Source: an optimization exercise on an open RTL-to-GDS flow (aim: small area, a short achievable clock period and few clock cycles per item). Production flows keep margins and buffers that such runs may drop. In this exercise RTL edits were held to simulation tests only and were not proved equivalent to the original.

==> design/flow/design.v <==
module sha384_k (
    input  wire [6:0]  idx,
    output reg  [63:0] k
);
    always @(*) begin
        case (idx)
            7'd0: k = 64'h428a2f98d728ae22;
            7'd1: k = 64'h7137449123ef65cd;
            7'd2: k = 64'hb5c0fbcfec4d3b2f;
            7'd3: k = 64'he9b5dba58189dbbc;
            7'd4: k = 64'h3956c25bf348b538;
            7'd5: k = 64'h59f111f1b605d019;
            7'd6: k = 64'h923f82a4af194f9b;
            7'd7: k = 64'hab1c5ed5da6d8118;
            7'd8: k = 64'hd807aa98a3030242;
            7'd9: k = 64'h12835b0145706fbe;
            7'd10: k = 64'h243185be4ee4b28c;
            7'd11: k = 64'h550c7dc3d5ffb4e2;
            7'd12: k = 64'h72be5d74f27b896f;
            7'd13: k = 64'h80deb1fe3b1696b1;
            7'd14: k = 64'h9bdc06a725c71235;
            7'd15: k = 64'hc19bf174cf692694;
            7'd16: k = 64'he49b69c19ef14ad2;
            7'd17: k = 64'hefbe4786384f25e3;
            7'd18: k = 64'h0fc19dc68b8cd5b5;
            7'd19: k = 64'h240ca1cc77ac9c65;
            7'd20: k = 64'h2de92c6f592b0275;
            7'd21: k = 64'h4a7484aa6ea6e483;
            7'd22: k = 64'h5cb0a9dcbd41fbd4;
            7'd23: k = 64'h76f988da831153b5;
            7'd24: k = 64'h983e5152ee66dfab;
            7'd25: k = 64'ha831c66d2db43210;
            7'd26: k = 64'hb00327c898fb213f;
            7'd27: k = 64'hbf597fc7beef0ee4;
            7'd28: k = 64'hc6e00bf33da88fc2;
            7'd29: k = 64'hd5a79147930aa725;
            7'd30: k = 64'h06ca6351e003826f;
            7'd31: k = 64'h142929670a0e6e70;
            7'd32: k = 64'h27b70a8546d22ffc;
            7'd33: k = 64'h2e1b21385c26c926;
            7'd34: k = 64'h4d2c6dfc5ac42aed;
            7'd35: k = 64'h53380d139d95b3df;
            7'd36: k = 64'h650a73548baf63de;
            7'd37: k = 64'h766a0abb3c77b2a8;
            7'd38: k = 64'h81c2c92e47edaee6;
            7'd39: k = 64'h92722c851482353b;
            7'd40: k = 64'ha2bfe8a14cf10364;
            7'd41: k = 64'ha81a664bbc423001;
            7'd42: k = 64'hc24b8b70d0f89791;
            7'd43: k = 64'hc76c51a30654be30;
            7'd44: k = 64'hd192e819d6ef5218;
            7'd45: k = 64'hd69906245565a910;
            7'd46: k = 64'hf40e35855771202a;
            7'd47: k = 64'h106aa07032bbd1b8;
            7'd48: k = 64'h19a4c116b8d2d0c8;
            7'd49: k = 64'h1e376c085141ab53;
            7'd50: k = 64'h2748774cdf8eeb99;
            7'd51: k = 64'h34b0bcb5e19b48a8;
            7'd52: k = 64'h391c0cb3c5c95a63;
            7'd53: k = 64'h4ed8aa4ae3418acb;
            7'd54: k = 64'h5b9cca4f7763e373;
            7'd55: k = 64'h682e6ff3d6b2b8a3;
            7'd56: k = 64'h748f82ee5defb2fc;
            7'd57: k = 64'h78a5636f43172f60;
            7'd58: k = 64'h84c87814a1f0ab72;
            7'd59: k = 64'h8cc702081a6439ec;
            7'd60: k = 64'h90befffa23631e28;
            7'd61: k = 64'ha4506cebde82bde9;
            7'd62: k = 64'hbef9a3f7b2c67915;
            7'd63: k = 64'hc67178f2e372532b;
            7'd64: k = 64'hca273eceea26619c;
            7'd65: k = 64'hd186b8c721c0c207;
            7'd66: k = 64'heada7dd6cde0eb1e;
            7'd67: k = 64'hf57d4f7fee6ed178;
            7'd68: k = 64'h06f067aa72176fba;
            7'd69: k = 64'h0a637dc5a2c898a6;
            7'd70: k = 64'h113f9804bef90dae;
            7'd71: k = 64'h1b710b35131c471b;
            7'd72: k = 64'h28db77f523047d84;
            7'd73: k = 64'h32caab7b40c72493;
            7'd74: k = 64'h3c9ebe0a15c9bebc;
            7'd75: k = 64'h431d67c49c100d4c;
            7'd76: k = 64'h4cc5d4becb3e42b6;
            7'd77: k = 64'h597f299cfc657e2a;
            7'd78: k = 64'h5fcb6fab3ad6faec;
            7'd79: k = 64'h6c44198c4a475817;
            default: k = 64'h0;
        endcase
    end
endmodule
module bn_sha384 (
    input  wire         clk,
    input  wire         rst,
    input  wire         in_valid,
    output wire         in_ready,
    input  wire [63:0]  in_data,
    input  wire         in_first,
    output reg          out_valid,
    output wire [383:0] out_digest
);
    localparam [63:0] IV0 = 64'hcbbb9d5dc1059ed8, IV1 = 64'h629a292a367cd507,
                      IV2 = 64'h9159015a3070dd17, IV3 = 64'h152fecd8f70e5939,
                      IV4 = 64'h67332667ffc00b31, IV5 = 64'h8eb44a8768581511,
                      IV6 = 64'hdb0c2e0d64f98fa7, IV7 = 64'h47b5481dbefa4fa4;
    function [63:0] rotr(input [63:0] x, input integer n);
        rotr = (x >> n) | (x << (64 - n));
    endfunction
    reg        rdy;          
    reg [3:0]  s9;           
    reg [2:0]  s5;           
    reg [4:0]  wcnt;         
    reg        idle;         
    reg        nv;           
    reg [6:0]  widx;
    reg        first_r;      
    reg        pv;           
    reg [6:0]  pidx;
    reg        pfirst;       
    reg        fin;          
    assign in_ready = rdy;
    wire accept = in_valid & rdy;
    wire sched  = nv && (widx >= 7'd15) && (widx < 7'd79);
    wire r78    = pv && (pidx == 7'd78);
    wire ivload = nv && (widx == 7'd0) && first_r;
    wire ff     = (pv && (pidx >= 7'd77)) || fin;
    wire [4:0] wcnt_n = accept ? wcnt + 5'd1 : (r78 ? 5'd0 : wcnt);
    wire [3:0] s9_n   = (accept || r78 || s9 == 4'd8) ? 4'd0 : s9 + 4'd1;
    wire [2:0] s5_n   = (accept || r78 || s5 == 3'd4) ? 3'd0 : s5 + 3'd1;
    wire       idle_n = idle && !accept;
    wire       rdy_n  = !wcnt_n[4] &&
                        ((wcnt_n == 5'd0) ? (idle_n || s9_n == 4'd0)
                                          : (s9_n == 4'd0 && s5_n == 3'd0));
    always @(posedge clk) begin
        if (rst) begin
            rdy       <= 1'b1;
            s9        <= 4'd0;
            s5        <= 3'd0;
            wcnt      <= 5'd0;
            idle      <= 1'b1;
            nv        <= 1'b0;
            pv        <= 1'b0;
            pfirst    <= 1'b0;
            fin       <= 1'b0;
            out_valid <= 1'b0;
        end else begin
            rdy       <= rdy_n;
            s9        <= s9_n;
            s5        <= s5_n;
            wcnt      <= wcnt_n;
            idle      <= idle_n;
            nv        <= sched | accept;
            pv        <= nv;
            pfirst    <= ivload;
            fin       <= pv && (pidx == 7'd79);
            out_valid <= fin;
        end
        widx    <= sched ? widx + 7'd1 : {3'd0, wcnt[3:0]};
        pidx    <= widx;
        first_r <= in_first;
    end
    reg [63:0] nw;
    reg [63:0] ring [0:14];      
    wire [63:0] r14 = ring[14], r9 = ring[9], r1 = ring[1], r0 = ring[0];
    wire [63:0] sm0 = rotr(r1, 1) ^ rotr(r1, 8) ^ (r1 >> 7);
    wire [63:0] sm1 = rotr(r14, 19) ^ rotr(r14, 61) ^ (r14 >> 6);
    wire [63:0] w_sched = sm1 + r9 + sm0 + r0;
    integer i;
    always @(posedge clk) begin
        nw <= sched ? w_sched : in_data;
        for (i = 0; i < 14; i = i + 1) ring[i] <= ring[i + 1];
        ring[14] <= nv ? nw : ring[0];
    end
    reg [63:0] a, b, c, d, e, f, g, h, x;
    reg [63:0] p;
    reg [63:0] hr [0:8];
    wire [63:0] k_w;
    sha384_k u_k (.idx(widx), .k(k_w));
    wire [63:0] hsrc = (widx == 7'd0) ? (first_r ? IV7 : hr[1]) : g;
    always @(posedge clk) p <= hsrc + k_w + nw;
    wire [63:0] S1 = rotr(e, 14) ^ rotr(e, 18) ^ rotr(e, 41);
    wire [63:0] CH = (e & f) ^ (~e & g);
    wire [63:0] S0 = rotr(a, 28) ^ rotr(a, 34) ^ rotr(a, 39);
    wire [63:0] MJ = (a & b) | (c & (a | b));
    wire [63:0] es1 = p ^ CH ^ d;
    wire [63:0] ec1 = ((p & CH) | (p & d) | (CH & d)) << 1;
    wire [63:0] es2 = es1 ^ ec1 ^ S1;
    wire [63:0] ec2 = ((es1 & ec1) | (es1 & S1) | (ec1 & S1)) << 1;
    wire [63:0] e_new = es2 + ec2;
    wire [63:0] as1 = p ^ CH ^ MJ;
    wire [63:0] ac1 = ((p & CH) | (p & MJ) | (CH & MJ)) << 1;
    wire [63:0] as2 = as1 ^ ac1 ^ S1;
    wire [63:0] ac2 = ((as1 & ac1) | (as1 & S1) | (ac1 & S1)) << 1;
    wire [63:0] as3 = as2 ^ ac2 ^ S0;
    wire [63:0] ac3 = ((as2 & ac2) | (as2 & S0) | (ac2 & S0)) << 1;
    wire [63:0] a_new = as3 + ac3;
    wire [63:0] addA = hr[0] + (ff ? a : 64'd0);
    wire [63:0] addE = hr[4] + (ff ? e : 64'd0);
    always @(posedge clk) begin
        if (ivload) begin
            a <= IV0; b <= IV1; c <= IV2; d <= IV3;
            e <= IV4; f <= IV5; g <= IV6; h <= IV7;
        end else if (fin) begin
            a <= addA; b <= hr[8]; c <= hr[7]; d <= hr[6];
            e <= addE; f <= hr[3]; g <= hr[2]; h <= hr[1];
        end else begin
            a <= pv ? a_new : x;
            b <= a; c <= b; d <= c;
            e <= pv ? e_new : d;
            f <= e; g <= f; h <= g;
        end
        x <= h;
        hr[3] <= addE;
        if (pfirst) begin
            hr[0] <= IV6; hr[1] <= IV5; hr[2] <= IV4;
            hr[4] <= IV3; hr[5] <= IV2; hr[6] <= IV1; hr[7] <= IV0; hr[8] <= IV7;
        end else begin
            hr[0] <= hr[1]; hr[1] <= hr[2]; hr[2] <= hr[3];
            hr[4] <= hr[5]; hr[5] <= hr[6]; hr[6] <= hr[7]; hr[7] <= hr[8];
            hr[8] <= addA;
        end
    end
    assign out_digest = {hr[8], hr[7], hr[6], hr[5], hr[3], hr[2]};
endmodule
==> design/flow/run.sh <==
#!/bin/bash
# synth_recipe.tcl (not shown) runs the flow's synth.tcl, then flattens the netlist and writes it again
# the make line also repeats each setting of config.mk as NAME=value (left out here)
make -C /OpenROAD-flow-scripts/flow DESIGN_CONFIG=/design/flow/config.mk WORK_HOME=/design/flow/orfs CLKGATE_MAP_FILE= SYNTH_SCRIPT=/design/flow/synth_recipe.tcl finish
==> design/flow/config.mk <==
export PLATFORM = sky130hd
export DESIGN_NAME = bn_sha384
export DESIGN_NICKNAME = bn_sha384
export VERILOG_FILES = /design/flow/design.v
export SDC_FILE = /design/flow/constraint.sdc
export NUM_CORES = 4
export LEC_CHECK = 0
export CAP_MARGIN = 20
export CORE_MARGIN = 2
export CORE_UTILIZATION = 40
export PLACE_DENSITY = 0.6
export SLEW_MARGIN = 20
export SYNTH_MEMORY_MAX_BITS = 16384
==> design/flow/constraint.sdc <==
create_clock -name core_clock -period 15.0 [get_ports {clk}]
set_input_delay 3.0000 -clock core_clock [delete_from_list [all_inputs] [get_ports {clk}]]
set_output_delay 3.0000 -clock core_clock [all_outputs]
set_load 0.01 [all_outputs]
==> flow_summary.ini, run 1 <==
[status]
outcome = timing/DRC/antenna clean

[timing]
finalClockSkew_ns = 0.1331
period_share_pct = 52.65
rsz0062_at_grt = false
fin_tns_setup_ns = 0
setup_viol = 0
fmax_mhz = 126.6
finalHoldViolations = 0
slew_headroom_pct = 18.03
fin_crit_ns = 7.898
slew_violations = 0
tightest_slew_ns = 1.221

[setup_path]
r2r_end = p[62]
regToRegStartpoint = widx[3]
required_ns = 15.73
start_kind = flop
r2r_slack_ns = 7.10
worst-path-max-fanout = 60
timing.critical_path.to_type = flop
crit_arrival_ns = 8.63
ff2ff_path_depth = 22
critical_path_class = flop to flop

[synthesis]
synthFlopType = dfxtp_1
synth_top_area_share_pct = 42.46
synth_edf_count = 0
ys_ff_latch = 2274
yosysMostFrequentCell = dfxtp_1
synthCells = 11020
syn-num-nets = 11990
ys_seq_area_share_pct = 42.46
synth_top_cells_by_count = dfxtp_1 (2274), inv_1 (783), nand2_1 (772)
synthTopCellsByArea = dfxtp_1 (42%), fa_1 (9.4%), xnor2_1 (5.2%)
syn-cell-area_sq_um = 107200
synth_cell_type_count = 96
synth_top_cell_by_area = dfxtp_1
async_reset_ff_share_pct = 0
yosysWarnings = 4
synth.avg_cell_area_sq_um = 9.732

[clock_tree]
ctsHoldBuffers = 0
worstSkewPairLatency_ns = 0.97
cts_resized = 0
cts-htree-levels = 4
clock_sinks = 2274
cts_tree = built
cts_made_buffers = 240
clockBufferDepth = 4
clk_pin_slew_worst_paths_ns = 0.07
root_buffer = clkbuf_16
post_cts_buffers = 0

[routing]
drt_wl_total_microns = 485400
vias = 82980
drtPass1Iterations = 6
ant_nets = 0
drt_iter0_markers = 8995
drcViolationCount = 0
viasPerCell = 5.529
post_drt_wl_per_cell_microns = 32.34

[min_path]
min_to = ring[5][58]
hold_path.class = flop to flop
whs_path_depth = 0
worstHoldStart = ring[6][58]

[finish]
drive_above_1_share_pct = 9.085
nets = 12210
design_area_sq_um = 123800
area_delta_synth_final_pct = 15.50

[global_route]
grt_max_degree = 115
grt_pass1_vias = 81880
grtUsageTotal_pct = 34.87
grt-ovfl-total = 0
grt_antenna_before_repair = 29
grt_pass1_wl_microns = 663900

[floorplan]
io_pins = 454
dieHeight_microns = 521.7
start_util_pct = 40.12
rows = 190
core_sq_um = 267200
dieWidth_microns = 521.7
die-area_sq_um = 272200

[place]
placed_area_sq_um = 115200
dp_hpwl_microns = 390800
io_buffers = 453
gp_congestion = 1.009

[run]
cap_viol_max_count = 0
-- sequential cells by signal (all words and copies together) (netlist names), 64 cells and up --
signal	count
p	64
d	64
a	64
ring	960
f	64
c	64
hr	576
g	64
h	64
b	64
e	64
nw	64
x	64
-- cells in the final DEF, fill, tap and decap left out, types with 45 or more instances in the layout --
master              n
dfxtp_1          2264
inv_1             783
nand2_1           770
nor2_1            667
a21oi_1           667
xnor2_1           637
fa_1              506
o21ai_0           472
clkdlybuf4s50_1   453
mux2i_1           446
nor2b_1           410
ha_1              404
or2_2             263
clkbuf_16         242
xor2_1            226
a21o_1            222
buf_4             165
mux2_2            134
nand3_1           133
a211oi_1          121
nor3_1            100
a31oi_1            91
nand4_1            82
nand2b_1           78
o21bai_1           75
o211ai_1           66
o21a_1             62
maj3_1             62
and3_1             50
o31ai_1            45
-- worst max path at each step --
stage / start / end / slack, ns / depth (start not counted)
floorplan: widx[0] / p[45] / 9.03 / 24
global placement: widx[3] / p[62] / 7.20 / 22
detailed placement: widx[3] / p[61] / 7.29 / 20
CTS: widx[3] / p[61] / 7.25 / 20
global route: widx[3] / p[62] / 6.83 / 22
finish: widx[3] / p[62] / 7.10 / 22
-- final cells by class --
type | instances | area (sq um)
Timing Repair Buffer | 620 | 5813
Clock buffer | 316 | 6744
Clock inverter | 127 | 1834
Fill cell | 25260 | 143400
Sequential cell | 2274 | 45560
Antenna cell | 19 | 47.55
Tap cell | 3552 | 4444
Multi-Input combinational cell | 7311 | 56420
Inverter | 789 | 2963
-- worst max-delay path, stage by stage (launching register included) --
cell and delay (ns):
dfxtp_4 0.74, buf_4 0.62, buf_4 0.67, buf_4 0.67
nor2_1 0.34, a221oi_1 0.33, a211oi_1 0.08, a211oi_1 0.27
a41oi_1 0.14, fa_1 0.58, inv_1 0.04, ha_1 0.34
a21o_1 0.18, a21o_1 0.17, a21o_1 0.20, nor4_1 0.40
o311ai_0 0.38, nand2_1 0.26, o221ai_1 0.18, a21o_1 0.26
a221oi_1 0.52, o31ai_1 0.17, xor2_1 0.16
-- through the flow --
step / hold slack, ns / instances / worst slack [ns] / utilization, %
6_report: 0.2073 / 15010 / 7.102 / 46.34
5_1_grt: 0.2174 / 14990 / 6.829 / 46.32
3_3_place_gp: 0.3096 / 14550 / 7.203 / 43.10
4_1_cts: 0.2063 / 14990 / 7.250 / 46.32
3_5_place_dp: 0.3121 / 14550 / 7.294 / 43.11
2_1_floorplan: 0.3096 / 11020 / 9.030 / -
-- routing by layer --
metal  global-route usage, %  vias up  wire length, microns
met5                       0        -                    13
met4                   17.00        2                 28230
met3                   5.689      755                 37030
met2                   53.36     3733                210600
met1                   47.74    41180                209500
li1                        -    37310                     -
-- logic make-up (layout without fill, tap and decap cells) --
group	Yosys count	in the layout	share of synthesized area, %
compound gates	2145	2145	12.58
xor+xnor	865	865	7.067
fa+ha+maj	972	972	14.74
buf+inv	1431	1852	5.016
flops	2274	2274	42.46
mux	583	583	5.635
other cells	0	19	0
simple gates	2746	2746	12.50
Testbench counts, summed over its fixed seeds: cycles 31,120, blocks 384.
==> run 2, diff against run 1 <==
--- a/design/flow/design.v
+++ b/design/flow/design.v
@@ -106,4 +106,23 @@
         rotr = (x >> n) | (x << (64 - n));
     endfunction
+    function [63:0] add_bk(input [63:0] x, input [63:0] y);
+        reg [63:0] gg, pp;
+        integer l, j;
+        begin
+            gg = x & y;
+            pp = x ^ y;
+            for (l = 0; l < 6; l = l + 1)
+                for (j = 0; j < 64; j = j + 1)
+                    if (((j + 1) % (2 << l)) == 0) begin
+                        gg[j] = gg[j] | (pp[j] & gg[j - (1 << l)]);
+                        pp[j] = pp[j] & pp[j - (1 << l)];
+                    end
+            for (l = 4; l >= 0; l = l - 1)
+                for (j = 0; j < 64; j = j + 1)
+                    if (((j + 1) % (2 << l)) == (1 << l) && j > (1 << l))
+                        gg[j] = gg[j] | (pp[j] & gg[j - (1 << l)]);
+            add_bk = (x ^ y) ^ {gg[62:0], 1'b0};
+        end
+    endfunction
     reg        rdy;          
     reg [3:0]  s9;           
@@ -113,4 +132,5 @@
     reg        nv;           
     reg [6:0]  widx;
+    reg [6:0]  kc;           
     reg        first_r;      
     reg        pv;           
@@ -128,4 +148,6 @@
     wire [2:0] s5_n   = (accept || r78 || s5 == 3'd4) ? 3'd0 : s5 + 3'd1;
     wire       idle_n = idle && !accept;
+    wire [6:0] widx_n = sched ? widx + 7'd1 : {3'd0, wcnt[3:0]};
+    wire [6:0] kc_n   = wcnt_n[4] ? widx_n + 7'd1 : {3'd0, wcnt_n[3:0]};
     wire       rdy_n  = !wcnt_n[4] &&
                         ((wcnt_n == 5'd0) ? (idle_n || s9_n == 4'd0)
@@ -155,5 +177,6 @@
             out_valid <= fin;
         end
-        widx    <= sched ? widx + 7'd1 : {3'd0, wcnt[3:0]};
+        widx    <= widx_n;
+        kc      <= rst ? 7'd0 : kc_n;
         pidx    <= widx;
         first_r <= in_first;
@@ -164,5 +187,9 @@
     wire [63:0] sm0 = rotr(r1, 1) ^ rotr(r1, 8) ^ (r1 >> 7);
     wire [63:0] sm1 = rotr(r14, 19) ^ rotr(r14, 61) ^ (r14 >> 6);
-    wire [63:0] w_sched = sm1 + r9 + sm0 + r0;
+    wire [63:0] ws1 = sm1 ^ r9 ^ r0;
+    wire [63:0] wc1 = ((sm1 & r9) | (sm1 & r0) | (r9 & r0)) << 1;
+    wire [63:0] ws2 = ws1 ^ wc1 ^ sm0;
+    wire [63:0] wc2 = ((ws1 & wc1) | (ws1 & sm0) | (wc1 & sm0)) << 1;
+    wire [63:0] w_sched = add_bk(ws2, wc2);
     integer i;
     always @(posedge clk) begin
@@ -174,8 +201,12 @@
     reg [63:0] p;
     reg [63:0] hr [0:8];
-    wire [63:0] k_w;
-    sha384_k u_k (.idx(widx), .k(k_w));
+    wire [63:0] k_n;
+    reg  [63:0] k_w;
+    sha384_k u_k (.idx(kc), .k(k_n));
+    always @(posedge clk) k_w <= k_n;
     wire [63:0] hsrc = (widx == 7'd0) ? (first_r ? IV7 : hr[1]) : g;
-    always @(posedge clk) p <= hsrc + k_w + nw;
+    wire [63:0] ps1 = hsrc ^ k_w ^ nw;
+    wire [63:0] pc1 = ((hsrc & k_w) | (hsrc & nw) | (k_w & nw)) << 1;
+    always @(posedge clk) p <= add_bk(ps1, pc1);
     wire [63:0] S1 = rotr(e, 14) ^ rotr(e, 18) ^ rotr(e, 41);
     wire [63:0] CH = (e & f) ^ (~e & g);
@@ -194,6 +225,6 @@
     wire [63:0] ac3 = ((as2 & ac2) | (as2 & S0) | (ac2 & S0)) << 1;
     wire [63:0] a_new = as3 + ac3;
-    wire [63:0] addA = hr[0] + (ff ? a : 64'd0);
-    wire [63:0] addE = hr[4] + (ff ? e : 64'd0);
+    wire [63:0] addA = add_bk(hr[0], ff ? a : 64'd0);
+    wire [63:0] addE = add_bk(hr[4], ff ? e : 64'd0);
     always @(posedge clk) begin
         if (ivload) begin
--- a/design/flow/config.mk
+++ b/design/flow/config.mk
@@ -6,8 +6,9 @@
 export NUM_CORES = 4
 export LEC_CHECK = 0
+export ABC_AREA = 1
 export CAP_MARGIN = 20
 export CORE_MARGIN = 2
-export CORE_UTILIZATION = 40
-export PLACE_DENSITY = 0.6
+export CORE_UTILIZATION = 60
+export PLACE_DENSITY = 0.7
 export SLEW_MARGIN = 20
 export SYNTH_MEMORY_MAX_BITS = 16384
==> flow_summary.ini, run 2 <==
[place]
post-place-ws_ns = 8.552
io_buffers = 453
gp_congestion = 1.119
placed_area_sq_um = 114600
dp_hpwl_microns = 399300
dp_cells = 15180

[floorplan]
rows = 156
io_pins = 454
dieHeight_microns = 429.1
dieWidth_microns = 429.1
start_util_pct = 60.18

[synthesis]
synthCells = 12780
yosysWarnings = 4
ys_ff_latch = 2345
syn-cell-area_sq_um = 108400
synth_top_cells_by_count = nand2_1 (2446), dfxtp_1 (2345), inv_1 (2153)
synth_cell_type_count = 51
yosysMostFrequentCell = nand2_1
ys_seq_area_share_pct = 43.30
synth.avg_cell_area_sq_um = 8.483
synthFlopType = dfxtp_1
async_reset_ff_share_pct = 0
synth_edf_count = 0
synthTopCellsByArea = dfxtp_1 (43%), fa_1 (12%), nand2_1 (8.5%)
syn-num-nets = 13880
synth_top_area_share_pct = 43.30
synth_top_cell_by_area = dfxtp_1

[clock_tree]
root_buffer = clkbuf_16
clockBufferDepth = 3
cts-htree-levels = 4
cts_made_buffers = 216
post_cts_buffers = 0
cts_resized = 0
ctsHoldBuffers = 0
clock_sinks = 2345

[global_route]
grt-ovfl-total = 83
grtUsageTotal_pct = 67.40
grt_max_degree = 170

[status]
stop_stage = 5_1_grt
outcome = did not finish
stop_error = [ERROR GRT-0232] Routing congestion too high. Check the congestion heatmap in the GUI.
run 2: how the worst min path moves through the flow:
stage,endpoint,slack (ns),cells after the start,start
2_1_floorplan,ring[10][0],0.31,0,ring[11][0]
3_3_place_gp,ring[10][49],0.31,0,ring[11][49]
3_5_place_dp,ring[1][51],0.31,0,ring[2][51]
4_1_cts,ring[7][44],0.27,0,ring[8][44]
run 2: cells by family after synthesis:
kind of cell / count (synthesis) / share of synthesized area, %
compound gates: 1660 / 8.670
xor+xnor: 690 / 5.574
fa+ha+maj: 1092 / 16.84
buf+inv: 2671 / 9.312
flops: 2345 / 43.30
simple gates: 4323 / 16.31
run 2: per-layer routing:
layer	overflow	GRT usage [%]
met3	1	49.57
met4	34	62.21
met5	0	24.82
met1	5	69.59
met2	43	85.14
run 2: per-stage QoR:
| step | hold slack [ns] |
|---|---|
| after floorplan | 0.3096 |
| after global placement | 0.3095 |
| after detailed placement | 0.3121 |
| after CTS | 0.2733 |
Testbench counts of run 2, summed over its fixed seeds: cycles 31,120, blocks 384.
==> run 3, diff against run 2 <==
--- a/design/flow/design.v
+++ b/design/flow/design.v
@@ -142,15 +142,22 @@
     wire sched  = nv && (widx >= 7'd15) && (widx < 7'd79);
     wire r78    = pv && (pidx == 7'd78);
-    wire ivload = nv && (widx == 7'd0) && first_r;
-    wire ff     = (pv && (pidx >= 7'd77)) || fin;
-    wire [4:0] wcnt_n = accept ? wcnt + 5'd1 : (r78 ? 5'd0 : wcnt);
-    wire [3:0] s9_n   = (accept || r78 || s9 == 4'd8) ? 4'd0 : s9 + 4'd1;
-    wire [2:0] s5_n   = (accept || r78 || s5 == 3'd4) ? 3'd0 : s5 + 3'd1;
+    reg  ivload;             
+    reg  ff;                 
+    reg  w0;                 
+    wire [4:0] wcnt_q = r78 ? 5'd0 : wcnt;
+    wire [3:0] s9_q   = (r78 || s9 == 4'd8) ? 4'd0 : s9 + 4'd1;
+    wire [2:0] s5_q   = (r78 || s5 == 3'd4) ? 3'd0 : s5 + 3'd1;
+    wire       rdy_q  = !wcnt_q[4] &&
+                        ((wcnt_q == 5'd0) ? (idle || s9_q == 4'd0)
+                                          : (s9_q == 4'd0 && s5_q == 3'd0));
+    wire [6:0] widx_n = sched ? widx + 7'd1 : {3'd0, wcnt[3:0]};
+    wire [6:0] kc_q   = wcnt_q[4] ? widx_n + 7'd1 : {3'd0, wcnt_q[3:0]};
+    wire [6:0] kc_a   = (wcnt[3:0] == 4'd15) ? 7'd16 : {3'd0, wcnt[3:0] + 4'd1};
+    wire [4:0] wcnt_n = accept ? wcnt + 5'd1 : wcnt_q;
+    wire [3:0] s9_n   = accept ? 4'd0 : s9_q;
+    wire [2:0] s5_n   = accept ? 3'd0 : s5_q;
+    wire       rdy_n  = accept ? (wcnt[3:0] != 4'd15) : rdy_q;
     wire       idle_n = idle && !accept;
-    wire [6:0] widx_n = sched ? widx + 7'd1 : {3'd0, wcnt[3:0]};
-    wire [6:0] kc_n   = wcnt_n[4] ? widx_n + 7'd1 : {3'd0, wcnt_n[3:0]};
-    wire       rdy_n  = !wcnt_n[4] &&
-                        ((wcnt_n == 5'd0) ? (idle_n || s9_n == 4'd0)
-                                          : (s9_n == 4'd0 && s5_n == 3'd0));
+    wire [6:0] kc_n   = accept ? kc_a : kc_q;
     always @(posedge clk) begin
         if (rst) begin
@@ -165,5 +172,9 @@
             fin       <= 1'b0;
             out_valid <= 1'b0;
+            ivload    <= 1'b0;
+            ff        <= 1'b0;
         end else begin
+            ivload    <= accept && (wcnt == 5'd0) && in_first;
+            ff        <= (nv && (widx >= 7'd77)) || (pv && (pidx == 7'd79));
             rdy       <= rdy_n;
             s9        <= s9_n;
@@ -179,4 +190,5 @@
         widx    <= widx_n;
         kc      <= rst ? 7'd0 : kc_n;
+        w0      <= (widx_n == 7'd0);
         pidx    <= widx;
         first_r <= in_first;
@@ -191,5 +203,5 @@
     wire [63:0] ws2 = ws1 ^ wc1 ^ sm0;
     wire [63:0] wc2 = ((ws1 & wc1) | (ws1 & sm0) | (wc1 & sm0)) << 1;
-    wire [63:0] w_sched = add_bk(ws2, wc2);
+    wire [63:0] w_sched = ws2 + wc2;
     integer i;
     always @(posedge clk) begin
@@ -205,21 +217,18 @@
     sha384_k u_k (.idx(kc), .k(k_n));
     always @(posedge clk) k_w <= k_n;
-    wire [63:0] hsrc = (widx == 7'd0) ? (first_r ? IV7 : hr[1]) : g;
+    wire [63:0] hsrc = w0 ? (first_r ? IV7 : hr[1]) : g;
     wire [63:0] ps1 = hsrc ^ k_w ^ nw;
     wire [63:0] pc1 = ((hsrc & k_w) | (hsrc & nw) | (k_w & nw)) << 1;
-    always @(posedge clk) p <= add_bk(ps1, pc1);
-    wire [63:0] S1 = rotr(e, 14) ^ rotr(e, 18) ^ rotr(e, 41);
-    wire [63:0] CH = (e & f) ^ (~e & g);
+    always @(posedge clk) p <= ps1 + pc1;
+    reg  [63:0] s1e, che;
     wire [63:0] S0 = rotr(a, 28) ^ rotr(a, 34) ^ rotr(a, 39);
     wire [63:0] MJ = (a & b) | (c & (a | b));
-    wire [63:0] es1 = p ^ CH ^ d;
-    wire [63:0] ec1 = ((p & CH) | (p & d) | (CH & d)) << 1;
-    wire [63:0] es2 = es1 ^ ec1 ^ S1;
-    wire [63:0] ec2 = ((es1 & ec1) | (es1 & S1) | (ec1 & S1)) << 1;
+    wire [63:0] ts1 = p ^ s1e ^ che;
+    wire [63:0] tc1 = ((p & s1e) | (p & che) | (s1e & che)) << 1;
+    wire [63:0] es2 = ts1 ^ tc1 ^ d;
+    wire [63:0] ec2 = ((ts1 & tc1) | (ts1 & d) | (tc1 & d)) << 1;
     wire [63:0] e_new = es2 + ec2;
-    wire [63:0] as1 = p ^ CH ^ MJ;
-    wire [63:0] ac1 = ((p & CH) | (p & MJ) | (CH & MJ)) << 1;
-    wire [63:0] as2 = as1 ^ ac1 ^ S1;
-    wire [63:0] ac2 = ((as1 & ac1) | (as1 & S1) | (ac1 & S1)) << 1;
+    wire [63:0] as2 = ts1 ^ tc1 ^ MJ;
+    wire [63:0] ac2 = ((ts1 & tc1) | (ts1 & MJ) | (tc1 & MJ)) << 1;
     wire [63:0] as3 = as2 ^ ac2 ^ S0;
     wire [63:0] ac3 = ((as2 & ac2) | (as2 & S0) | (ac2 & S0)) << 1;
@@ -227,17 +236,25 @@
     wire [63:0] addA = add_bk(hr[0], ff ? a : 64'd0);
     wire [63:0] addE = add_bk(hr[4], ff ? e : 64'd0);
+    function [63:0] bs1(input [63:0] v);
+        bs1 = rotr(v, 14) ^ rotr(v, 18) ^ rotr(v, 41);
+    endfunction
+    wire        rnd = pv && !ivload && !fin;
+    wire [63:0] e_o = ivload ? IV4 : fin ? addE : d;
+    wire [63:0] e_n = rnd ? e_new : e_o;
+    wire [63:0] f_n = ivload ? IV5 : fin ? hr[3] : e;
+    wire [63:0] g_n = ivload ? IV6 : fin ? hr[2] : f;
     always @(posedge clk) begin
         if (ivload) begin
             a <= IV0; b <= IV1; c <= IV2; d <= IV3;
-            e <= IV4; f <= IV5; g <= IV6; h <= IV7;
         end else if (fin) begin
             a <= addA; b <= hr[8]; c <= hr[7]; d <= hr[6];
-            e <= addE; f <= hr[3]; g <= hr[2]; h <= hr[1];
         end else begin
             a <= pv ? a_new : x;
             b <= a; c <= b; d <= c;
-            e <= pv ? e_new : d;
-            f <= e; g <= f; h <= g;
-        end
+        end
+        e <= e_n; f <= f_n; g <= g_n;
+        h <= ivload ? IV7 : fin ? hr[1] : g;
+        s1e <= rnd ? bs1(e_new) : bs1(e_o);
+        che <= rnd ? ((e_new & e) ^ (~e_new & f)) : ((e_o & f_n) ^ (~e_o & g_n));
         x <= h;
         hr[3] <= addE;
==> design/flow/flow/run.sh (new file) <==
#!/bin/bash
# Layout: the standard flow (standard synthesis, floorplan, placement, CTS,
# routing), with the timing repair steps asked to leave 10 ns of setup slack
# at the 15 ns clock, so that they size and buffer the design for speed.
# make's full output goes to make_finish.log in this folder; the ORFS step
# logs are under orfs/logs.
set -euo pipefail
bash standard.sh SETUP_SLACK_MARGIN=10 finish > make_finish.log 2>&1
==> design/flow/standard.sh (new file) <==
#!/bin/bash
# synth_recipe.tcl (not shown) runs the flow's synth.tcl, then flattens the netlist and writes it again
# the make line also repeats each setting of config.mk as NAME=value (left out here)
make -C /OpenROAD-flow-scripts/flow DESIGN_CONFIG=/design/flow/config.mk WORK_HOME=/design/flow/orfs CLKGATE_MAP_FILE= SYNTH_SCRIPT=/design/flow/synth_recipe.tcl "${@:-finish}"
removed: design/flow/run.sh
==> flow_summary.ini, run 3 <==
[clock_tree]
clock_sinks = 2476
cts_made_buffers = 226
clockBufferDepth = 3
root_buffer = clkbuf_16
cts-htree-levels = 4

[floorplan]
rows = 160
io_pins = 454
dieHeight_microns = 442.4
start_util_pct = 60.51
dieWidth_microns = 442.4

[place]
gp_congestion = 1.303
placed_area_sq_um = 122000
post-place-ws_ns = 9.043
dp_hpwl_microns = 463600
io_buffers = 453

[synthesis]
synthFlopType = dfxtp_1
synth_top_cell_by_area = dfxtp_1
yosysMostFrequentCell = nand2_1
synth_top_cells_by_count = nand2_1 (2654), dfxtp_1 (2476), inv_1 (2170)
yosysWarnings = 4
synth.avg_cell_area_sq_um = 8.192
async_reset_ff_share_pct = 0
synth_top_area_share_pct = 42.98
synth_cell_type_count = 65
syn-cell-area_sq_um = 115300
ys_seq_area_share_pct = 42.98
synthTopCellsByArea = dfxtp_1 (43%), fa_1 (8.8%), nand2_1 (8.6%)
ys_ff_latch = 2476
synthCells = 14080
synth_edf_count = 0
syn-num-nets = 15060

[status]
outcome = did not finish
stop_error = [ERROR GRT-0116] Global routing finished with congestion. Check the congestion regions in the DRC Viewer.
stop_stage = 5_1_grt

[global_route]
grt_pass1_wl_microns = 1002000
grt-ovfl-total = 1067
grtUsageTotal_pct = 72.02
grt_max_degree = 197
grt_pass1_vias = 120700
-- run 3: cells by family after synthesis --
kind of cell | after synthesis | share of synthesized area [%]
AOI/OAI and AO/OA | 2335 | 11.50
adders and majority gates | 973 | 13.74
DFF | 2476 | 42.98
xor gates and xnor gates | 723 | 5.527
buffers and inverters | 2653 | 8.725
and+or+nand+nor | 4916 | 17.51
muxes | 2 | 0.01736
-- run 3: per-layer routing --
layer / track usage (%) / overflow
met1: 73.50 / 40
met2: 89.76 / 650
met3: 53.21 / 37
met4: 72.30 / 334
met5: 20.02 / 6
-- run 3: metrics by stage --
| stage | hold slack [ns] | util [%] | cells |
|---|---|---|---|
| floorplan | 0.3096 | - | 14080 |
| global placement | 0.3095 | 64.01 | 16660 |
| detailed placement | 0.3121 | 64.02 | 16660 |
| CTS | 0.2831 | 68.59 | 17100 |
-- run 3: how the worst max path moves through the flow --
stage / startpoint / endpoint / slack [ns] / depth (start not counted)
floorplan: ff / s1e[37] / 10.53 / 30
global placement: w0 / p[18] / 8.52 / 15
detailed placement: w0 / p[24] / 9.04 / 15
CTS: ring[14][35] / nw[50] / 9.99 / 18
-- run 3: timing repair --
item,in CTS
hold buffers,0
setup endpoints to repair,236
setup buffers,6
resized for setup,138
pin swaps,1
cloned,1
Testbench counts of run 3, summed over its fixed seeds: cycles 31,120, blocks 384.
==> run 4, diff against run 3 <==
==> design/flow/flow/run.sh (replaced) <==
#!/bin/bash
# Layout: the standard flow (standard synthesis, floorplan, placement, CTS,
# routing), with the timing repair steps asked to leave 11 ns of setup slack
# at the 15 ns clock, so that they size and buffer the design for speed, free to pick any
# buffer or gate size (MATCH_CELL_FOOTPRINT=0).
# make's full output goes to make_finish.log in this folder; the ORFS step
# logs are under orfs/logs.
set -euo pipefail
bash standard.sh SETUP_SLACK_MARGIN=11 MATCH_CELL_FOOTPRINT=0 finish > make_finish.log 2>&1
--- a/design/flow/config.mk
+++ b/design/flow/config.mk
@@ -9,6 +9,6 @@
 export CAP_MARGIN = 20
 export CORE_MARGIN = 2
-export CORE_UTILIZATION = 60
-export PLACE_DENSITY = 0.7
+export CORE_UTILIZATION = 45
+export PLACE_DENSITY = 0.6
 export SLEW_MARGIN = 20
 export SYNTH_MEMORY_MAX_BITS = 16384
==> flow_summary.ini, run 4 <==
[status]
outcome = finished with violations
violations = capacitance limit, slew limit

[timing]
worst_slack_ns = 10.31
slew_violations = 5
period_share_pct = 31.30
fin_tns_setup_ns = 0
whs_ns = 0.2986
tightest_slew_ns = 1.682
fin_crit_ns = 4.695
fmax_mhz = 213.0
rsz0062_at_grt = true
finalClockSkew_ns = 0.07891
slew_headroom_pct = -12.57
finalHoldViolations = 0
setup_viol = 0

[routing]
drtPass1Iterations = 10
ant_nets = 0
post_drt_wl_per_cell_microns = 36.10
drt_wl_total_microns = 675000
drt_iter0_markers = 14850
vias = 110600
viasPerCell = 5.915
drcViolationCount = 0

[clock_tree]
cts-htree-levels = 5
clock_sinks = 2476
cts_made_buffers = 267
worstSkewPairLatency_ns = 0.91
root_buffer = clkbuf_16
cts_tree = built
clockBufferDepth = 4
clk_pin_slew_worst_paths_ns = 0.06

[place]
io_buffers = 453
gp_congestion = 1.144
post-place-ws_ns = 8.833
dp_hpwl_microns = 523600

[finish]
drive_above_1_share_pct = 26.70
reg_top3 = ring x960, hr x576
area_delta_synth_final_pct = 30.20
nets = 16020
mostFrequentLayoutCell = nand2_1
largest-register = ring
layout_common_cells = nand2_1 (2293), inv_1 (2050), dfxtp_1 (1895), nor2_1 (1062), o21ai_0 (758)
largest_register_ff_count = 960
num-fill-cells = 22590

[setup_path]
cp_top_family = flip-flops
crit_path_max_incr_delay_ns = 0.58
critPathBufInv = 1
crit_chain = buf_6
ff2ff_path_depth = 15
slowest_stage = dfxtp_4
start_kind = flop
timing.critical_path.to_type = output port
r2r_slack_ns = 10.71
regToRegStartpoint = s1e[42]
required_ns = 12.00
r2r_end = a[59]
crit_start = hr[7][25]
crit_arrival_ns = 1.69
critical_path_class = flop to output port
worst-path-max-fanout = 2

[global_route]
grt_antenna_before_repair = 98
grt_pass1_vias = 102500
grt-ovfl-total = 0
grt_max_degree = 181
grtUsageTotal_pct = 50.43
grt_pass1_wl_microns = 884200

[synthesis]
syn-num-nets = 15060
synth_edf_count = 0
yosysWarnings = 4
synth.avg_cell_area_sq_um = 8.192
syn-cell-area_sq_um = 115300
yosysMostFrequentCell = nand2_1
synthCells = 14080
async_reset_ff_share_pct = 0
synthFlopType = dfxtp_1
synth_top_cells_by_count = nand2_1 (2654), dfxtp_1 (2476), inv_1 (2170)
synth_cell_type_count = 65
ys_ff_latch = 2476
synth_top_area_share_pct = 42.98
synthTopCellsByArea = dfxtp_1 (43%), fa_1 (8.8%), nand2_1 (8.6%)
synth_top_cell_by_area = dfxtp_1
ys_seq_area_share_pct = 42.98

[run]
cap_viol_max_count = 2

[floorplan]
die-area_sq_um = 260300
core_sq_um = 254400
io_pins = 454
rows = 185
dieWidth_microns = 510.2
dieHeight_microns = 510.2
start_util_pct = 45.33

[min_path]
whs_path_depth = 0
hold_path.class = flop to flop
worstHoldStart = ring[13][55]
min_to = ring[12][55]
[run 4: cell counts after synthesis]
Identical to the previous run, type by type.
[run 4: cells by family (layout without fill, tap and decap cells)]
family / after synthesis / in the layout / share of synthesized area [%]
adder cells (fa/ha/maj): 973 / 973 / 13.74
AO/OA/AOI/OAI: 2335 / 2335 / 11.50
AND/OR/NAND/NOR: 4916 / 4917 / 17.51
flip-flops: 2476 / 2476 / 42.98
buffers and inverters: 2653 / 3814 / 8.725
multiplexers: 2 / 2 / 0.01736
XOR/XNOR: 723 / 723 / 5.527
other: 0 / 90 / 0
[run 4: worst max path at each step]
stage                            endpoint  slack (ns)  cells after the start
after detailed placement          s1e[36]        8.83                     24
after floorplan                   s1e[37]       10.99                     32
final                     out_digest[281]       10.31                      1
after global placement            s1e[36]        8.85                     24
after global routing      out_digest[281]       10.36                      1
after CTS                 out_digest[178]       10.44                      1
[run 4: layout make-up]
cell class	count	area, sq um	share of cell area [%]
repair inverters	2	17.52	0.01167
repair buffers	1166	11390	7.586
multi-input cells	8950	65810	43.83
inverters	2181	8304	5.530
diodes	90	225.2	0.1500
well taps	3366	4212	2.805
clock inverters	101	1395	0.9291
clock buffers	364	7664	5.104
flip-flops and latches	2476	51130	34.05
[run 4: routing by layer]
layer | up-vias | share of wire [%] | track usage [%]
met4 | 50 | 14 | 54.57
met5 | - | 0.062 | 0.1645
met1 | 53020 | 34 | 54.80
met3 | 3007 | 11 | 17.54
li1 | 46420 | - | -
met2 | 8099 | 41 | 73.48
[run 4: repair_timing]
item,in CTS,in global routing
gates cloned,10,2
endpoints found under the setup margin,858,685
pin swaps,255,552
gates resized for setup,3640,1412
buffers inserted,330,258
hold buffers,0,0
[run 4: through the flow]
step	instances	area [sq um]	utilization [%]
floorplan	14080	115400	-
detailed placement	17540	123200	48.45
finish	18700	150200	59.03
global route	18620	150000	58.95
global placement	17540	123200	48.43
CTS	18340	142000	55.80
==> run 5, diff against run 4 <==
--- a/design/flow/design.v
+++ b/design/flow/design.v
@@ -203,5 +203,5 @@
     wire [63:0] ws2 = ws1 ^ wc1 ^ sm0;
     wire [63:0] wc2 = ((ws1 & wc1) | (ws1 & sm0) | (wc1 & sm0)) << 1;
-    wire [63:0] w_sched = ws2 + wc2;
+    wire [63:0] w_sched = add_bk(ws2, wc2);
     integer i;
     always @(posedge clk) begin
@@ -220,6 +220,7 @@
     wire [63:0] ps1 = hsrc ^ k_w ^ nw;
     wire [63:0] pc1 = ((hsrc & k_w) | (hsrc & nw) | (k_w & nw)) << 1;
-    always @(posedge clk) p <= ps1 + pc1;
-    reg  [63:0] s1e, che;
+    always @(posedge clk) p <= add_bk(ps1, pc1);
+    wire [63:0] s1e = rotr(e, 14) ^ rotr(e, 18) ^ rotr(e, 41);
+    wire [63:0] che = (e & f) ^ (~e & g);
     wire [63:0] S0 = rotr(a, 28) ^ rotr(a, 34) ^ rotr(a, 39);
     wire [63:0] MJ = (a & b) | (c & (a | b));
@@ -236,7 +237,4 @@
     wire [63:0] addA = add_bk(hr[0], ff ? a : 64'd0);
     wire [63:0] addE = add_bk(hr[4], ff ? e : 64'd0);
-    function [63:0] bs1(input [63:0] v);
-        bs1 = rotr(v, 14) ^ rotr(v, 18) ^ rotr(v, 41);
-    endfunction
     wire        rnd = pv && !ivload && !fin;
     wire [63:0] e_o = ivload ? IV4 : fin ? addE : d;
@@ -255,6 +253,4 @@
         e <= e_n; f <= f_n; g <= g_n;
         h <= ivload ? IV7 : fin ? hr[1] : g;
-        s1e <= rnd ? bs1(e_new) : bs1(e_o);
-        che <= rnd ? ((e_new & e) ^ (~e_new & f)) : ((e_o & f_n) ^ (~e_o & g_n));
         x <= h;
         hr[3] <= addE;
==> design/flow/flow/run.sh (replaced) <==
#!/bin/bash
# Layout: the standard flow (standard synthesis, floorplan, placement, CTS,
# routing), with the timing repair steps asked to leave 10.45 ns of setup slack
# at the 15 ns clock, so that they size and buffer the design for speed, free to pick any
# buffer or gate size (MATCH_CELL_FOOTPRINT=0).
# make's full output goes to make_finish.log in this folder; the ORFS step
# logs are under orfs/logs.
set -euo pipefail
bash standard.sh SETUP_SLACK_MARGIN=10.45 MATCH_CELL_FOOTPRINT=0 finish > make_finish.log 2>&1
==> flow_summary.ini, run 5 <==
[run]
cap_viol_max_count = 0

[clock_tree]
clock_sinks = 2348
cts-htree-levels = 4
cts_tree = built
clk_pin_slew_worst_paths_ns = 0.06
clockBufferDepth = 3
ctsHoldBuffers = 0
cts_made_buffers = 235
worstSkewPairLatency_ns = 1.04
root_buffer = clkbuf_16

[finish]
largest-register = ring
layout_common_cells = dfxtp_1 (1981), nand2_1 (1756), inv_1 (1671), nor2_1 (930), o21ai_0 (618)
largest_register_ff_count = 960
reg_top3 = ring x960, hr x576
drive_above_1_share_pct = 18.15
nets = 13480
mostFrequentLayoutCell = dfxtp_1
area_delta_synth_final_pct = 22.04

[routing]
viasPerCell = 5.923
post_drt_wl_per_cell_microns = 37.48
drt_wl_total_microns = 590500
ant_nets = 0
drcViolationCount = 0
drtPass1Iterations = 14
vias = 93320
drt_iter0_markers = 12690

[setup_path]
timing.critical_path.to_type = flop
start_kind = flop
critical_path_class = flop to flop
worst-path-max-fanout = 15
ff2ff_path_depth = 14
r2r_slack_ns = 10.24
slowest_stage = ha_1
crit_arrival_ns = 5.46
regToRegStartpoint = kc[1]
crit_chain = buf_4 > inv_1 > buf_4 > ha_1 > nand2_1 > inv_1 > nand2_2 > inv_1 > nor2_1 > nor2_1 > o21ai_1 > o21ai_0 > o21ai_1 > o31ai_1
critPathBufInv = 5
r2r_end = k_w[55]
crit_path_max_incr_delay_ns = 0.59
required_ns = 15.70
cp_top_family = buffers and inverters
cpMostUsedCell = inv_1

[timing]
fin_tns_setup_ns = 0
finalClockSkew_ns = 0.1520
fmax_mhz = 210.0
period_share_pct = 31.74
finalHoldViolations = 0
slew_headroom_pct = 14.80
rsz0062_at_grt = true
slew_violations = 0
tightest_slew_ns = 1.265
fin_crit_ns = 4.761
setup_viol = 0

[floorplan]
dieWidth_microns = 487.4
core_sq_um = 232500
io_pins = 454
rows = 177
dieHeight_microns = 487.4
die-area_sq_um = 237600
start_util_pct = 45.22

[synthesis]
synthTopCellsByArea = dfxtp_1 (45%), fa_1 (11%), nand2_1 (6.6%)
async_reset_ff_share_pct = 0
synthCells = 11940
synth.avg_cell_area_sq_um = 8.808
synthFlopType = dfxtp_1
syn-num-nets = 12980
syn-cell-area_sq_um = 105200
ys_ff_latch = 2348
synth_top_area_share_pct = 44.70
ys_seq_area_share_pct = 44.70
synth_cell_type_count = 63
yosysMostFrequentCell = dfxtp_1
yosysWarnings = 4
synth_top_cells_by_count = dfxtp_1 (2348), nand2_1 (1845), inv_1 (1749)
synth_top_cell_by_area = dfxtp_1
synth_edf_count = 0

[place]
gp_congestion = 1.208
dp_hpwl_microns = 453500
io_buffers = 453

[global_route]
grt_pass1_vias = 89300
grt_pass1_wl_microns = 773200
grt_antenna_before_repair = 92
grt-ovfl-total = 0
grtUsageTotal_pct = 48.39
grt_max_degree = 177

[min_path]
worstHoldStart = ring[6][13]
whs_path_depth = 0
min_to = ring[5][13]
hold_path.class = flop to flop

[status]
outcome = timing/DRC/antenna clean
run 5: worst register-to-register path: cells and delay by family, from the launching register on:
family	cells	cell delay (ns)
AOI/OAI and AO/OA	4	1.11
adders and majority gates	1	0.60
buffers and inverters	5	1.36
DFF	1	0.31
and+or+nand+nor	4	1.15
run 5: layout make-up:
type	instances	area [sq um]
fill	20710	104200
multi-input combinational	7320	53330
sequential	2348	48000
timing repair buffer	759	7576
inverter	1769	6782
clock buffer	316	6685
tap	3043	3807
clock inverter	130	1931
antenna	67	167.7
timing repair inverter	4	42.54
run 5: per-layer routing:
layer | GRT usage, % | vias up | share of wire (%)
met5 | 2.307 | - | 0.14
met4 | 48.12 | 46 | 13
li1 | - | 38490 | -
met3 | 18.84 | 2539 | 12
met1 | 53.11 | 45180 | 34
met2 | 70.05 | 7056 | 41
run 5: how the worst max path moves through the flow:
stage / start / to / slack (ns) / cells after the start
after detailed placement: w0 / p[63] / 9.24 / 27
final: kc[1] / k_w[55] / 10.24 / 14
after global placement: w0 / p[63] / 9.20 / 27
after CTS: w0 / p[63] / 10.08 / 29
after global routing: hr[6][7] / out_digest[199] / 10.11 / 1
after floorplan: ring[14][22] / nw[63] / 10.65 / 27
run 5: cell families (layout without fill, tap and decap cells):
group | after synthesis | in the layout | share of synthesized area [%]
AOI/OAI and AO/OA | 1733 | 1733 | 9.342
xor gates and xnor gates | 685 | 685 | 5.705
buffers and inverters | 2270 | 2978 | 8.170
DFF | 2348 | 2348 | 44.70
muxes | 64 | 64 | 0.6092
other | 0 | 67 | 0
and+or+nand+nor | 3807 | 3807 | 15.29
adders and majority gates | 1031 | 1031 | 16.18
run 5: repair_timing:
item	CTS	global route
buffers inserted	94	95
cloned	1	8
gates resized for setup	1452	686
setup endpoints to repair	604	240
pin swaps	51	148
run 5: stage by stage:
stage / instances / instance area, sq um / setup WS [ns] / utilization (%) / hold WS (ns)
2_1_floorplan: 11940 / 105200 / 10.65 / - / 0.3096
3_3_place_gp: 15040 / 112400 / 9.199 / 48.35 / 0.3095
3_5_place_dp: 15040 / 112400 / 9.241 / 48.35 / 0.3121
4_1_cts: 15580 / 124900 / 10.08 / 53.72 / 0.2061
5_1_grt: 15700 / 128200 / 10.11 / 55.13 / 0.2105
6_report: 15760 / 128300 / 10.24 / 55.19 / 0.2002
Testbench counts of run 5, summed over its fixed seeds: cycles 31,120, blocks 384.
==> run 6, diff against run 5 <==
==> design/flow/flow/run.sh (replaced) <==
#!/bin/bash
# Layout: the standard flow (standard synthesis, floorplan, placement, CTS,
# routing), with the timing repair steps asked to leave 10.45 ns of setup
# slack at the 15 ns clock, so that they size and buffer the design for speed.
# make's full output goes to make_finish.log in this folder; the ORFS step
# logs are under orfs/logs.
set -euo pipefail
bash standard.sh SETUP_SLACK_MARGIN=10.45 finish > make_finish.log 2>&1
==> flow_summary.ini, run 6 <==
[min_path]
min_to = ring[5][13]
whs_path_depth = 0
hold_path.class = flop to flop
worstHoldStart = ring[6][13]

[finish]
area_delta_synth_final_pct = 21.42
largest-register = ring
final_util_pct = 54.91
reg_top3 = ring x960, hr x576
drive_above_1_share_pct = 20.27
layout_common_cells = dfxtp_1 (1935), nand2_1 (1754), inv_1 (1673), nor2_1 (942), o21ai_0 (622)
nets = 13540
mostFrequentLayoutCell = dfxtp_1
largest_register_ff_count = 960

[synthesis]
synthFlopType = dfxtp_1
synth.avg_cell_area_sq_um = 8.808
synth_fa_ha_area_share_pct = 16.18
yosysMostFrequentCell = dfxtp_1
syn-num-nets = 12980
synth_compound_area_share_pct = 9.342
ys_seq_area_share_pct = 44.70
synth_top_cell_by_area = dfxtp_1
ys_ff_latch = 2348
synth_top_family_by_area = adder cells
async_reset_ff_share_pct = 0
yosysWarnings = 4
synth_cell_type_count = 63
synth-xor-area-share_pct = 5.705
synth_top_area_share_pct = 44.70
syn-cell-area_sq_um = 105200
synth-simple-area-share_pct = 15.29
synth_edf_count = 0
synth_mux_area_share_pct = 0.6092
synthTopCellsByArea = dfxtp_1 (45%), fa_1 (11%), nand2_1 (6.6%)
synthCells = 11940
synth_top_cells_by_count = dfxtp_1 (2348), nand2_1 (1845), inv_1 (1749)

[place]
gp_congestion = 1.208
dp_hpwl_microns = 453500
io_buffers = 453

[routing]
ant_nets = 0
drt_wl_total_microns = 597400
drt_iter0_markers = 13520
drtPass1Iterations = 10
vias = 94090
post_drt_wl_per_cell_microns = 37.76
viasPerCell = 5.947
drcViolationCount = 0

[setup_path]
timing.critical_path.to_type = flop
r2r_end = e[63]
crit_arrival_ns = 5.84
worst-path-max-fanout = 5
ff2ff_path_depth = 16
regToRegStartpoint = f[52]
r2r_slack_ns = 9.96
crit_start = f[52]
critical_path_class = flop to flop
start_kind = flop
required_ns = 15.80

[clock_tree]
cts_made_buffers = 235
clk_pin_slew_worst_paths_ns = 0.07
cts_tree = built
clockBufferDepth = 3
worstSkewPairLatency_ns = 1.04
clock_sinks = 2348
cts-htree-levels = 4
root_buffer = clkbuf_16

[timing]
fin_tns_setup_ns = 0
tightest_slew_ns = 1.323
slew_violations = 0
setup_viol = 0
finalClockSkew_ns = 0.1415
finalHoldViolations = 0
slew_headroom_pct = 10.84
rsz0062_at_grt = true
fin_crit_ns = 5.043
fmax_mhz = 198.3
period_share_pct = 33.62

[global_route]
grt_pass1_vias = 89760
grtUsageTotal_pct = 48.99
grt_antenna_before_repair = 96
grt_pass1_wl_microns = 781400
grt_max_degree = 177
grt-ovfl-total = 0

[floorplan]
die-area_sq_um = 237600
dieWidth_microns = 487.4
core_sq_um = 232500
rows = 177
dieHeight_microns = 487.4
io_pins = 454
start_util_pct = 45.22

[run]
cap_viol_max_count = 0

[status]
outcome = timing/DRC/antenna clean
==> run 6: cell count changes in the layout (fill, tap and decap cells not counted), moves of 46 or more <==
| cell | before | now |
|---|---|---|
| buf_4 | 248 | 324 |
| dfxtp_4 | 216 | 273 |
| clkbuf_2 | 97 | 43 |
| dlymetal6s2s_1 | 256 | 0 |
| dfxtp_1 | 1981 | 1935 |
| buf_2 | 5 | 198 |
==> run 6: layout make-up <==
type                            count  area (sq um)
Tap cell                         3043          3807
Timing Repair inverter              4         45.04
Clock inverter                    130          1931
Inverter                         1769          6798
Multi-Input combinational cell   7320         53310
Fill cell                       20800        104900
Antenna cell                       65         162.7
Timing Repair Buffer              825          6725
Clock buffer                      316          6685
Sequential cell                  2348         48210
==> run 6: worst max-delay path by stage <==
stage	end	slack [ns]	depth (start not counted)
floorplan	nw[63]	10.65	27
global placement	p[63]	9.20	27
detailed placement	p[63]	9.24	27
CTS	p[63]	10.23	26
global route	a[61]	9.99	18
finish	e[63]	9.96	16
==> run 6: repair_timing <==
action,CTS,global route
hold endpoints to repair,0,0
cloned,1,9
hold buffers,0,0
buffers inserted,171,84
resized for setup,2199,757
pin swaps,51,138
setup endpoints to repair,604,308
==> run 6: logic make-up after synthesis <==
family                   Yosys count
flip-flops                      2348
XOR/XNOR                         685
AND/OR/NAND/NOR                 3807
buffers and inverters           2270
multiplexers                      64
AO/OA/AOI/OAI                   1733
adder cells (fa/ha/maj)         1031
==> run 6: routing by layer <==
metal  wire, microns  share of wire, %  vias to the layer above  GRT usage, %
li1                -                 -                    38640             -
met1          202900                34                    45440         53.46
met2          245100                41                     7256         70.06
met3           71310                12                     2691         19.85
met4           77330                13                       64         50.33
met5             784              0.13                        -         1.368
==> run 6: metrics by stage <==
step / cell area, sq um / hold WS (ns) / setup WS, ns / cells
after CTS: 124500 / 0.2061 / 10.23 / 15660
after floorplan: 105200 / 0.3096 / 10.65 / 11940
after detailed placement: 112400 / 0.3121 / 9.241 / 15040
after global placement: 112400 / 0.3095 / 9.199 / 15040
after global routing: 127500 / 0.2096 / 9.995 / 15760
final: 127700 / 0.2019 / 9.957 / 15820
==> run 6: critical path, cell delays in order (launching register included) <==
cell        delay, ns
dfxtp_1          0.89
mux2i_1          0.33
fa_2             0.74
clkinvlp_4       0.14
buf_12           0.16
fa_1             0.45
ha_1             0.46
inv_1            0.18
o21ai_0          0.16
a21oi_1          0.24
o21ai_1          0.21
nand3_1          0.14
nand3_2          0.18
a21oi_2          0.28
nand3_1          0.12
nand3_1          0.11
nand2_1          0.06
==> run 7, diff against run 6 <==
--- a/design/flow/config.mk
+++ b/design/flow/config.mk
@@ -9,6 +9,6 @@
 export CAP_MARGIN = 20
 export CORE_MARGIN = 2
-export CORE_UTILIZATION = 45
-export PLACE_DENSITY = 0.6
+export CORE_UTILIZATION = 50
+export PLACE_DENSITY = 0.65
 export SLEW_MARGIN = 20
 export SYNTH_MEMORY_MAX_BITS = 16384
==> flow_summary.ini, run 7 <==
[global_route]
grt-ovfl-total = 0
grt_antenna_before_repair = 87
grt_pass1_wl_microns = 759900
grt_max_degree = 183
grt_pass1_vias = 91740
grtUsageTotal_pct = 51.92

[floorplan]
rows = 168
die-area_sq_um = 214000
dieWidth_microns = 462.6
dieHeight_microns = 462.6
core_sq_um = 209400
io_pins = 454
start_util_pct = 50.23

[finish]
layout_common_cells = dfxtp_1 (1945), nand2_1 (1755), inv_1 (1647), nor2_1 (938), o21ai_0 (643)
nets = 13560
reg_top3 = ring x960, hr x576
area_delta_synth_final_pct = 21.89
mostFrequentLayoutCell = dfxtp_1
register_area_sq_um = 48200
largest-register = ring
multi_input_area_sq_um = 53660
final_cells = 15580
largest_register_ff_count = 960
drive_above_1_share_pct = 20.41
num-fill-cells = 17140

[synthesis]
async_reset_ff_share_pct = 0
synth_top_family_by_area = adder cells
synth_edf_count = 0
synth_top_cells_by_count = dfxtp_1 (2348), nand2_1 (1845), inv_1 (1749)
synthFlopType = dfxtp_1
ys_seq_area_share_pct = 44.70
synth_fa_ha_area_share_pct = 16.18
synth_cell_type_count = 63
synth_compound_area_share_pct = 9.342
synth_top_cell_by_area = dfxtp_1
syn-num-nets = 12980
synth.avg_cell_area_sq_um = 8.808
yosysMostFrequentCell = dfxtp_1
synth_mux_area_share_pct = 0.6092
syn-cell-area_sq_um = 105200
ys_ff_latch = 2348
synth-simple-area-share_pct = 15.29
synthTopCellsByArea = dfxtp_1 (45%), fa_1 (11%), nand2_1 (6.6%)
yosysWarnings = 4
synthCells = 11940
synth_top_area_share_pct = 44.70
synth-xor-area-share_pct = 5.705

[timing]
rsz0062_at_grt = true
worst_slack_ns = 9.595
slew_violations = 0
fin_crit_ns = 5.405
finalClockSkew_ns = 0.1633
fmax_mhz = 185.0
tightest_slew_ns = 1.315
setup_viol = 0
fin_tns_setup_ns = 0
period_share_pct = 36.03
finalHoldViolations = 0
slew_headroom_pct = 12.31

[status]
outcome = timing/DRC/antenna clean

[routing]
post_drt_wl_per_cell_microns = 37.58
drt_wl_total_microns = 585500
vias = 96020
drt_iter0_markers = 15020
drcViolationCount = 0
ant_nets = 0
viasPerCell = 6.163
drtPass1Iterations = 9

[place]
dp_cells = 14780
io_buffers = 453
dp_hpwl_microns = 426200
gp_congestion = 1.182
post-place-ws_ns = 9.292

[setup_path]
crit_path_max_incr_delay_ns = 0.56
worst-path-max-fanout = 4
start_kind = flop
ff2ff_path_depth = 27
r2r_slack_ns = 9.60
crit_arrival_ns = 6.30
timing.critical_path.to_type = flop
cpMostUsedCell = nand2_4
r2r_end = nw[63]
regToRegStartpoint = ring[14][30]
required_ns = 15.90
slowest_stage = fa_1
critical_path_class = flop to flop

[min_path]
worstHoldStart = ring[11][10]
hold_path.class = flop to flop
whs_path_depth = 0
min_to = ring[10][10]

[clock_tree]
cts_tree = built
ctsHoldBuffers = 0
cts-htree-levels = 4
clk_pin_slew_worst_paths_ns = 0.08
worstSkewPairLatency_ns = 1.03
clock_sinks = 2348
clockBufferDepth = 3
cts_made_buffers = 225
root_buffer = clkbuf_16

[run]
cap_viol_max_count = 0
-- run 7: worst max path at each step --
stage                     depth (start not counted)          from     end  slack (ns)
after floorplan                                  27  ring[14][22]  nw[63]       10.65
after global placement                           16         e[29]   a[45]        9.30
after detailed placement                         28   ring[14][6]  nw[63]        9.29
after CTS                                        28  ring[14][24]  nw[63]       10.13
after global routing                             27  ring[14][30]  nw[63]        9.61
final                                            27  ring[14][30]  nw[63]        9.60
-- run 7: per-layer routing --
| metal | vias to the layer above | wire length [microns] | GRT usage (%) |
|---|---|---|---|
| li1 | 38640 | - | - |
| met1 | 45640 | 186300 | 55.64 |
| met2 | 8505 | 239000 | 75.05 |
| met3 | 3197 | 76180 | 19.77 |
| met4 | 36 | 83610 | 56.61 |
| met5 | - | 441 | 0.6462 |
-- run 7: cells by family after synthesis --
family / after synthesis
muxes: 64
AOI/OAI and AO/OA: 1733
adders and majority gates: 1031
DFF: 2348
buffers and inverters: 2270
and+or+nand+nor: 3807
xor gates and xnor gates: 685
-- run 7: timing repair --
item                                    in CTS  in global routing
gates cloned                                 3                  7
buffers inserted                           175                126
resized for setup                         2173                730
pin swaps                                   51                173
endpoints found under the setup margin     634                216
endpoints found under the hold margin        0                  0
-- run 7: critical path, delay by kind of cell, from the launching register on --
kind                     cells  cell delay (ns)
AO/OA/AOI/OAI                1             0.29
XOR/XNOR                     4             0.96
adder cells (fa/ha/maj)      4             1.82
buffers and inverters        3             0.37
flip-flops                   1             0.41
AND/OR/NAND/NOR             15             1.45
-- run 7: layout make-up --
| class | instances | area share [%] |
|---|---|---|
| well taps | 2805 | 2.738 |
| repair inverters | 2 | 0.01562 |
| diodes | 63 | 0.1230 |
| clock buffers | 289 | 4.838 |
| repair buffers | 851 | 5.994 |
| multi-input cells | 7320 | 41.86 |
| inverters | 1769 | 5.340 |
| flip-flops and latches | 2348 | 37.60 |
| clock inverters | 133 | 1.487 |
-- run 7: through the flow --
step                      utilization (%)  area (sq um)  hold WS [ns]
after floorplan                         -        105200        0.3096
after global placement              53.51        112000        0.3096
after detailed placement            53.51        112000        0.3121
after CTS                           59.15        123800        0.2052
after global routing                61.15        128000        0.1867
final                               61.22        128200        0.1823

afterwards: timing with drivers on the ports:
Ports are ideal in the flow. The routed layouts listed here were re-timed in OpenROAD.
Step 1 (the two cells are an assumption about what drives the block):
set clk [get_ports {clk}]
set_driving_cell -lib_cell sky130_fd_sc_hd__clkbuf_16 $clk
set_driving_cell -lib_cell sky130_fd_sc_hd__buf_2 [delete_from_list [all_inputs] $clk]
Step 2, shift: input delay + t, output delay - t, t = (earliest + latest rising clock arrival at the registers) / 2. This alone moves slack from input paths to output paths.
Three values: no drivers, after step 1, after step 2; two values: the first two.
run	t (ns)	slack for setup (ns)	hold WS [ns]	worst slew at a driven data input, ns
run 1	0.996	7.102 / 7.102 / 7.102	0.207 / 0.207 / 0.207	0.09
run 4	0.985	10.305 / 10.196 / 10.207	0.299 / 0.299 / 0.299	0.11
run 5	1.061	10.239 / 10.163 / 9.946	0.200 / 0.200 / 0.200	0.12
run 6	1.064	9.957 / 9.957 / 9.923	0.202 / 0.202 / 0.202	0.12
run 7	1.039	9.595 / 9.595 / 9.595	0.182 / 0.182 / 0.182	0.07
For run 5, which loses most, drivers alone change the setup slack by -0.076 ns; drivers and shift together by -0.293 ns.
